From an optimization exercise on the open Yosys and OpenROAD flow, aimed at small area and a short achievable clock period; shortcuts taken in it are not production practice.
At most, simulation tests tie the RTL to the original design; equivalence was not proved.

==> inputs of run X <==
## rs108_line_dec
module rs108_line_dec (
    input  wire         clk,
    input  wire         rst,
    input  wire         in_valid,
    input  wire [319:0] in_data,
    input  wire         in_mark_en,
    input  wire [3:0]   in_mark_dev,
    input  wire         in_retry_en,
    input  wire         in_reread,
    output reg          out_valid,
    output reg          out_last,
    output reg  [255:0] out_data,
    output reg  [2:0]   out_kind,
    output reg  [3:0]   out_dev,
    output reg  [3:0]   out_beat
);
export LEC_CHECK = 0
export CAP_MARGIN = 20
export CORE_MARGIN = 2
export CORE_UTILIZATION = 60
export SLEW_MARGIN = 20
create_clock -name core_clock -period 16.5 [get_ports {clk}]
standard.sh (not shown) runs the stock make flow with config.mk's settings and CLKGATE_MAP_FILE= SYNTH_SCRIPT=/design/flow/synth_recipe.tcl, a recipe that flattens the netlist after the stock synthesis.
==> flow/flow/run.sh <==
#!/bin/bash
# Layout flow: the standard ORFS flow (standard.sh), with every input and
# output port buffered by a sky130_fd_sc_hd__buf_2 instead of the default
# port buffer cell. make's full output goes to make.log here; ORFS keeps each
# step's log under orfs/logs/.
set -euo pipefail
bash standard.sh "BUFFER_PORTS_ARGS=-buffer_cell sky130_fd_sc_hd__buf_2" finish > make.log 2>&1
==> run H (differences from run X) <==
==> flow/run.sh (new file) <==
#!/bin/bash
# synth_recipe.tcl (not shown) runs the flow's synth.tcl, then flattens the netlist and writes it again
# the make line also repeats each setting of config.mk as NAME=value (left out here)
make -C /OpenROAD-flow-scripts/flow DESIGN_CONFIG=/design/flow/config.mk WORK_HOME=/design/flow/orfs CLKGATE_MAP_FILE= SYNTH_SCRIPT=/design/flow/synth_recipe.tcl finish
- CORE_UTILIZATION: 60 -> 40
removed: flow/flow/run.sh
removed: flow/standard.sh
==> run A (differences from run X) <==
==> flow/design.v (replaced) <==
module rs108_beat_syn (
    input  wire [39:0] cw,
    input  wire [9:0]  msel,
    output wire [3:0]  s1,
    output wire [9:0]  hit
);
    wire [3:0] s2;
    wire t40 = cw[22] ^ cw[25];
    wire t41 = cw[21] ^ cw[24];
    wire t42 = cw[28] ^ t40;
    wire t43 = cw[19] ^ cw[39];
    wire t44 = cw[13] ^ cw[37];
    wire t45 = cw[23] ^ cw[26];
    wire t46 = cw[10] ^ t43;
    wire t47 = cw[18] ^ cw[38];
    wire t48 = cw[11] ^ cw[17];
    wire t49 = cw[14] ^ cw[20];
    wire t50 = cw[15] ^ t41;
    wire t51 = cw[7] ^ cw[31];
    wire t52 = cw[8] ^ cw[35];
    wire t53 = t46 ^ t51;
    wire t54 = cw[29] ^ t45;
    wire t55 = cw[9] ^ t47;
    wire t56 = cw[36] ^ t42;
    wire t57 = cw[16] ^ t49;
    wire t58 = cw[34] ^ t48;
    wire t59 = cw[32] ^ t52;
    wire t60 = cw[27] ^ cw[30];
    wire t61 = cw[3] ^ cw[12];
    wire t62 = cw[33] ^ cw[35];
    wire t63 = cw[0] ^ t44;
    wire t64 = t50 ^ t61;
    wire t65 = cw[1] ^ t44;
    wire t66 = cw[6] ^ t55;
    wire t67 = t60 ^ t62;
    wire t68 = cw[5] ^ t58;
    wire t69 = t42 ^ t63;
    wire t70 = cw[4] ^ t57;
    wire t71 = t53 ^ t70;
    wire t72 = t50 ^ t59;
    wire t73 = t54 ^ t69;
    wire t74 = t56 ^ t67;
    wire t75 = cw[19] ^ cw[30];
    wire t76 = cw[12] ^ t41;
    wire t77 = cw[6] ^ cw[27];
    wire t78 = cw[33] ^ t40;
    wire t79 = cw[31] ^ cw[37];
    wire t80 = cw[7] ^ cw[20];
    wire t81 = t75 ^ t80;
    wire t82 = cw[2] ^ cw[23];
    wire t83 = cw[22] ^ t48;
    wire t84 = cw[11] ^ cw[24];
    wire t85 = cw[2] ^ t47;
    wire t86 = cw[18] ^ t84;
    wire t87 = cw[39] ^ t49;
    wire t88 = cw[13] ^ t45;
    wire t89 = cw[32] ^ cw[34];
    wire t90 = cw[16] ^ t89;
    wire t91 = t54 ^ t79;
    wire t92 = t55 ^ t76;
    wire t93 = t58 ^ t65;
    wire t94 = t85 ^ t87;
    wire t95 = t65 ^ t81;
    wire t96 = t78 ^ t82;
    wire t97 = t52 ^ t77;
    wire t98 = t57 ^ t86;
    wire t99 = t46 ^ t56;
    wire t100 = t72 ^ t91;
    wire t101 = t43 ^ t64;
    wire t102 = cw[38] ^ t93;
    wire t103 = t64 ^ t68;
    wire t104 = t72 ^ t95;
    wire t105 = t73 ^ t90;
    wire t106 = t71 ^ t96;
    wire t107 = t74 ^ t102;
    wire t108 = t66 ^ t83;
    wire t109 = t68 ^ t94;
    wire t110 = t73 ^ t98;
    wire t111 = t66 ^ t101;
    wire t112 = t104 ^ t108;
    wire t113 = t88 ^ t103;
    wire t114 = t53 ^ t105;
    wire t115 = t74 ^ t111;
    wire t116 = t100 ^ t109;
    wire t117 = t99 ^ t113;
    wire t118 = t71 ^ t107;
    wire t119 = t97 ^ t110;
    wire t120 = t92 ^ t106;
    assign s1[0] = t114;
    assign s1[1] = t118;
    assign s1[2] = t116;
    assign s1[3] = t115;
    assign s2[0] = t119;
    assign s2[1] = t112;
    assign s2[2] = t120;
    assign s2[3] = t117;
    wire [9:0] eq;
    assign eq[0] = ~((s2[0] ^ s1[0]) | (s2[1] ^ s1[1]) | (s2[2] ^ s1[2]) | (s2[3] ^ s1[3]));
    assign eq[1] = ~((s2[0] ^ s1[3]) | (s2[1] ^ s1[0] ^ s1[3]) | (s2[2] ^ s1[1]) | (s2[3] ^ s1[2]));
    assign eq[2] = ~((s2[0] ^ s1[2]) | (s2[1] ^ s1[2] ^ s1[3]) | (s2[2] ^ s1[0] ^ s1[3]) | (s2[3] ^ s1[1]));
    assign eq[3] = ~((s2[0] ^ s1[1]) | (s2[1] ^ s1[1] ^ s1[2]) | (s2[2] ^ s1[2] ^ s1[3]) | (s2[3] ^ s1[0] ^ s1[3]));
    assign eq[4] = ~((s2[0] ^ s1[0] ^ s1[3]) | (s2[1] ^ s1[0] ^ s1[1] ^ s1[3]) | (s2[2] ^ s1[1] ^ s1[2]) | (s2[3] ^ s1[2] ^ s1[3]));
    assign eq[5] = ~((s2[0] ^ s1[2] ^ s1[3]) | (s2[1] ^ s1[0] ^ s1[2]) | (s2[2] ^ s1[0] ^ s1[1] ^ s1[3]) | (s2[3] ^ s1[1] ^ s1[2]));
    assign eq[6] = ~((s2[0] ^ s1[1] ^ s1[2]) | (s2[1] ^ s1[1] ^ s1[3]) | (s2[2] ^ s1[0] ^ s1[2]) | (s2[3] ^ s1[0] ^ s1[1] ^ s1[3]));
    assign eq[7] = ~((s2[0] ^ s1[0] ^ s1[1] ^ s1[3]) | (s2[1] ^ s1[0] ^ s1[2] ^ s1[3]) | (s2[2] ^ s1[1] ^ s1[3]) | (s2[3] ^ s1[0] ^ s1[2]));
    assign eq[8] = ~((s2[0] ^ s1[0] ^ s1[2]) | (s2[1] ^ s1[1] ^ s1[2] ^ s1[3]) | (s2[2] ^ s1[0] ^ s1[2] ^ s1[3]) | (s2[3] ^ s1[1] ^ s1[3]));
    assign eq[9] = ~((s2[0] ^ s1[1] ^ s1[3]) | (s2[1] ^ s1[0] ^ s1[1] ^ s1[2] ^ s1[3]) | (s2[2] ^ s1[1] ^ s1[2] ^ s1[3]) | (s2[3] ^ s1[0] ^ s1[2] ^ s1[3]));
    assign hit = eq & msel;
endmodule
module rs108_beat_dec (
    input  wire [31:0] raw,
    input  wire [3:0]  s1,
    input  wire [9:0]  hit,
    output wire [31:0] data,
    output wire        bad,
    output wire        nz,
    output wire [3:0]  loc
);
    assign loc[0] = hit[1] | hit[3] | hit[5] | hit[7] | hit[9];
    assign loc[1] = hit[2] | hit[3] | hit[6] | hit[7];
    assign loc[2] = hit[4] | hit[5] | hit[6] | hit[7];
    assign loc[3] = hit[8] | hit[9];
    assign bad = ~|hit;
    assign nz  = |s1;
    assign data[0] = raw[0] ^ (hit[0] & (s1[0]));
    assign data[1] = raw[1] ^ (hit[0] & (s1[1]));
    assign data[2] = raw[2] ^ (hit[0] & (s1[2]));
    assign data[3] = raw[3] ^ (hit[0] & (s1[3]));
    assign data[4] = raw[4] ^ (hit[1] & (s1[0] ^ s1[1]));
    assign data[5] = raw[5] ^ (hit[1] & (s1[2]));
    assign data[6] = raw[6] ^ (hit[1] & (s1[3]));
    assign data[7] = raw[7] ^ (hit[1] & (s1[0]));
    assign data[8] = raw[8] ^ (hit[2] & (s1[0] ^ s1[1] ^ s1[2]));
    assign data[9] = raw[9] ^ (hit[2] & (s1[3]));
    assign data[10] = raw[10] ^ (hit[2] & (s1[0]));
    assign data[11] = raw[11] ^ (hit[2] & (s1[0] ^ s1[1]));
    assign data[12] = raw[12] ^ (hit[3] & (s1[0] ^ s1[1] ^ s1[2] ^ s1[3]));
    assign data[13] = raw[13] ^ (hit[3] & (s1[0]));
    assign data[14] = raw[14] ^ (hit[3] & (s1[0] ^ s1[1]));
    assign data[15] = raw[15] ^ (hit[3] & (s1[0] ^ s1[1] ^ s1[2]));
    assign data[16] = raw[16] ^ (hit[4] & (s1[1] ^ s1[2] ^ s1[3]));
    assign data[17] = raw[17] ^ (hit[4] & (s1[0] ^ s1[1]));
    assign data[18] = raw[18] ^ (hit[4] & (s1[0] ^ s1[1] ^ s1[2]));
    assign data[19] = raw[19] ^ (hit[4] & (s1[0] ^ s1[1] ^ s1[2] ^ s1[3]));
    assign data[20] = raw[20] ^ (hit[5] & (s1[0] ^ s1[2] ^ s1[3]));
    assign data[21] = raw[21] ^ (hit[5] & (s1[0] ^ s1[1] ^ s1[2]));
    assign data[22] = raw[22] ^ (hit[5] & (s1[0] ^ s1[1] ^ s1[2] ^ s1[3]));
    assign data[23] = raw[23] ^ (hit[5] & (s1[1] ^ s1[2] ^ s1[3]));
    assign data[24] = raw[24] ^ (hit[6] & (s1[1] ^ s1[3]));
    assign data[25] = raw[25] ^ (hit[6] & (s1[0] ^ s1[1] ^ s1[2] ^ s1[3]));
    assign data[26] = raw[26] ^ (hit[6] & (s1[1] ^ s1[2] ^ s1[3]));
    assign data[27] = raw[27] ^ (hit[6] & (s1[0] ^ s1[2] ^ s1[3]));
    assign data[28] = raw[28] ^ (hit[7] & (s1[0] ^ s1[2]));
    assign data[29] = raw[29] ^ (hit[7] & (s1[1] ^ s1[2] ^ s1[3]));
    assign data[30] = raw[30] ^ (hit[7] & (s1[0] ^ s1[2] ^ s1[3]));
    assign data[31] = raw[31] ^ (hit[7] & (s1[1] ^ s1[3]));
endmodule
module rs108_line_dec (
    input  wire         clk,
    input  wire         rst,
    input  wire         in_valid,
    input  wire [319:0] in_data,
    input  wire         in_mark_en,
    input  wire [3:0]   in_mark_dev,
    input  wire         in_retry_en,
    input  wire         in_reread,
    output reg          out_valid,
    output reg          out_last,
    output reg  [255:0] out_data,
    output reg  [2:0]   out_kind,
    output reg  [3:0]   out_dev,
    output reg  [3:0]   out_beat
);
    reg       second_q;
    reg       mark_en_q;
    reg [3:0] mark_dev_q;
    reg       retry_en_q;
    reg       reread_q;
    reg [255:0] raw_q;
    reg [31:0]  s1_q;
    reg [79:0]  hit_q;
    wire       mark_en  = second_q ? mark_en_q  : in_mark_en;
    wire [3:0] mark_dev = second_q ? mark_dev_q : in_mark_dev;
    wire [9:0] msel;
    genvar g;
    generate
        for (g = 0; g < 10; g = g + 1) begin : sel
            assign msel[g] = ~mark_en | (mark_dev == g);
        end
    endgenerate
    reg       wbad_q;
    reg [2:0] wbadb_q;
    reg       wnz_q;
    reg [2:0] wnzb_q;
    reg [3:0] wloc_q;
    wire [31:0] s1;
    wire [79:0] hit;
    generate
        for (g = 0; g < 8; g = g + 1) begin : sy
            rs108_beat_syn u_syn (
                .cw   (in_data[40*g +: 40]),
                .msel (msel),
                .s1   (s1[4*g +: 4]),
                .hit  (hit[10*g +: 10])
            );
        end
    endgenerate
    always @(posedge clk) begin
        if (rst) begin
            second_q  <= 1'b0;
            out_valid <= 1'b0;
        end else begin
            out_valid <= in_valid;
            if (in_valid)
                second_q <= ~second_q;
        end
        if (in_valid && !second_q) begin
            mark_en_q  <= in_mark_en;
            mark_dev_q <= in_mark_dev;
            retry_en_q <= in_retry_en;
            reread_q   <= in_reread;
        end
        out_last <= second_q;
        s1_q     <= s1;
        hit_q    <= hit;
    end
    generate
        for (g = 0; g < 8; g = g + 1) begin : rw
            always @(posedge clk) raw_q[32*g +: 32] <= in_data[40*g +: 32];
        end
    endgenerate
    wire [255:0] dec_data;
    wire [7:0]   bad, nz;
    wire [31:0]  loc;
    generate
        for (g = 0; g < 8; g = g + 1) begin : beat
            rs108_beat_dec u_dec (
                .raw  (raw_q[32*g +: 32]),
                .s1   (s1_q[4*g +: 4]),
                .hit  (hit_q[10*g +: 10]),
                .data (dec_data[32*g +: 32]),
                .bad  (bad[g]),
                .nz   (nz[g]),
                .loc  (loc[4*g +: 4])
            );
        end
    endgenerate
    reg [3:0] floc;
    reg       seen;
    integer k;
    always @* begin
        floc = 4'd0;
        seen = 1'b0;
        for (k = 0; k < 8; k = k + 1) begin
            if (nz[k] && !seen) floc = floc | loc[4*k +: 4];
            seen = seen | nz[k];
        end
    end
    function [2:0] first;
        input [7:0] v;
        integer n;
        begin
            first = 3'd0;
            for (n = 7; n >= 0; n = n - 1)
                if (v[n]) first = n;
        end
    endfunction
    always @(posedge clk) begin
        if (out_valid && !out_last) begin
            wbad_q  <= |bad;
            wbadb_q <= first(bad);
            wnz_q   <= |nz;
            wnzb_q  <= first(nz);
            wloc_q  <= floc;
        end
    end
    wire hbad = |bad;
    wire hnz  = |nz;
    wire lbad = wbad_q | hbad;
    always @* begin
        out_data = dec_data;
        if (mark_en_q) begin
            if (lbad)
                out_kind = (retry_en_q && !reread_q) ? 3'd4 : 3'd5;
            else
                out_kind = reread_q ? 3'd3 : 3'd2;
            out_dev = mark_dev_q;
        end else begin
            if (lbad)
                out_kind = 3'd5;
            else if (wnz_q || hnz)
                out_kind = 3'd1;
            else
                out_kind = 3'd0;
            if (lbad)
                out_dev = 4'hf;
            else if (wnz_q)
                out_dev = wloc_q;
            else if (hnz)
                out_dev = floc;
            else
                out_dev = 4'hf;
        end
        if (wbad_q)
            out_beat = {1'b0, wbadb_q};
        else if (hbad)
            out_beat = {1'b1, first(bad)};
        else if (mark_en_q)
            out_beat = 4'd0;
        else if (wnz_q)
            out_beat = {1'b0, wnzb_q};
        else if (hnz)
            out_beat = {1'b1, first(nz)};
        else
            out_beat = 4'd0;
    end
endmodule
==> summary of the runs <==
- Design area: run X is smaller than run A (about 3.6%).
- The highest utilization belongs to run X, the lowest to run H.
- Hold slack: run A > run H > run X.
- Sequential share of layout area: run H is lower than run X (2.3 points).
- Die area: run X < run A < run H.
- Between run X and run H, the lower final cell count is in run X (gap about 7%, measured against run H).
- Global-route usage: run X is higher than run A (2.3 points).
- The highest fmax belongs to run A, the lowest to run H.
- Between run H and run A, the lower first-iteration DRC count is in run H (gap about 30%, measured against run A).
Only the layout flow was run in run A; the RTL was not checked for function there.

==> 05-05 <==
Another version of the RTL of rs108_line_dec (not shown whole).
export LEC_CHECK = 0
export CAP_MARGIN = 20
export CORE_MARGIN = 2
export CORE_UTILIZATION = 70
export SLEW_MARGIN = 20
create_clock -name core_clock -period 16.5 [get_ports {clk}]
==> flow/flow/run.sh <==
#!/bin/bash
set -euo pipefail
bash standard.sh "BUFFER_PORTS_ARGS=-buffer_cell sky130_fd_sc_hd__buf_2" \
  "SETUP_SLACK_MARGIN=10.5" finish > make.log 2>&1
==> inputs of 02-04, as changes to 05-05 <==
==> flow/flow/run.sh (replaced) <==
#!/bin/bash
set -euo pipefail
bash standard.sh "BUFFER_PORTS_ARGS=-buffer_cell sky130_fd_sc_hd__buf_1" \
  "SETUP_SLACK_MARGIN=10.5" finish > make.log 2>&1
--- a/flow/config.mk
+++ b/flow/config.mk
@@ -10,2 +10,3 @@
 export CORE_UTILIZATION = 70
+export CTS_CLUSTER_SIZE = 50
 export SLEW_MARGIN = 20
==> inputs of 09-17, as changes to 05-05 <==
==> flow/flow/run.sh (replaced) <==
#!/bin/bash
set -euo pipefail
bash standard.sh "BUFFER_PORTS_ARGS=-buffer_cell sky130_fd_sc_hd__buf_1" \
  "SETUP_SLACK_MARGIN=10.8" finish > make.log 2>&1
--- a/flow/config.mk
+++ b/flow/config.mk
@@ -9,3 +9,3 @@
 export CORE_MARGIN = 2
-export CORE_UTILIZATION = 70
+export CORE_UTILIZATION = 60
 export SLEW_MARGIN = 20
==> inputs of 06-24, as changes to 05-05 <==
--- a/flow/config.mk
+++ b/flow/config.mk
@@ -9,3 +9,3 @@
 export CORE_MARGIN = 2
-export CORE_UTILIZATION = 70
+export CORE_UTILIZATION = 60
 export SLEW_MARGIN = 20
==> qor summary <==
	06-24	05-05	09-17	02-04
DR WL/cell	20.0 µm	22.7 µm	19.9 µm	21.0 µm
Final instance count without filler cells	3650	3592	3746	3588
Std cell rows	74	68	74	68
Status	timing/DRC/antenna clean	timing/DRC/antenna clean	timing/DRC/antenna clean	timing/DRC/antenna clean
Die outline area	42500 µm²	36500 µm²	42500 µm²	36500 µm²
Setup skew after layout	0.0191 ns	0.0196 ns	0.0206 ns	0.0257 ns
Initial antenna violation count	10	13	7	6
Total area of multi-input combinational cells	16600 µm²	16700 µm²	17700 µm²	16700 µm²
Share of layout cells above drive strength 1	0.273	0.284	0.156	0.0953
Seq/total area	0.271	0.271	0.262	0.278
Clock network area share	0.0507	0.0476	0.0471	0.0498
Fin util	0.745	0.878	0.776	0.856
Number of cells on the worst reg-to-reg path	5	3	5	4

afterwards: timing with drivers on the ports:
Ports are ideal in the flow. The routed layouts listed here were re-timed in OpenROAD. Step 1 (the two cells are an assumption about what drives the block):
set clk [get_ports {clk}]
set_driving_cell -lib_cell sky130_fd_sc_hd__clkbuf_16 $clk
set_driving_cell -lib_cell sky130_fd_sc_hd__buf_2 [delete_from_list [all_inputs] $clk]
Step 2 moves the port delays by t, midway between the first and last clock arrival at a register: inputs arrive t later, outputs are due t later. That takes back most of the time a late clock gives input paths. a / b / c = ideal / step 1 / step 2; a / b = the first two.
| run | shift t [ns] | setup slack, ns | latest minus earliest clock arrival (ns) | pins driven straight from the clock port |
|---|---|---|---|---|
| run X | 0.609 | 9.565 / 9.594 / 8.985 | 0.013 / 0.013 | 1 |
| run H | 0.613 | 8.915 / 8.933 / 8.319 | 0.013 / 0.013 | 1 |
| run A | 0.640 | 9.611 / 9.552 / 9.441 | 0.013 / 0.012 | 1 |
| 05-05 | 0.625 | 10.455 / 10.396 / 9.920 | 0.027 / 0.027 | 1 |
| 02-04 | 0.634 | 10.449 / 10.390 / 9.871 | 0.027 / 0.026 | 1 |
| 09-17 | 0.627 | 10.554 / 10.496 / 10.243 | 0.021 / 0.021 | 1 |
| 06-24 | 0.627 | 10.392 / 10.333 / 9.937 | 0.023 / 0.023 | 1 |
After both steps every run listed still meets setup and hold. The setup slack of run H, which loses most, moves by +0.018 ns with the drivers and by -0.596 ns with both steps.
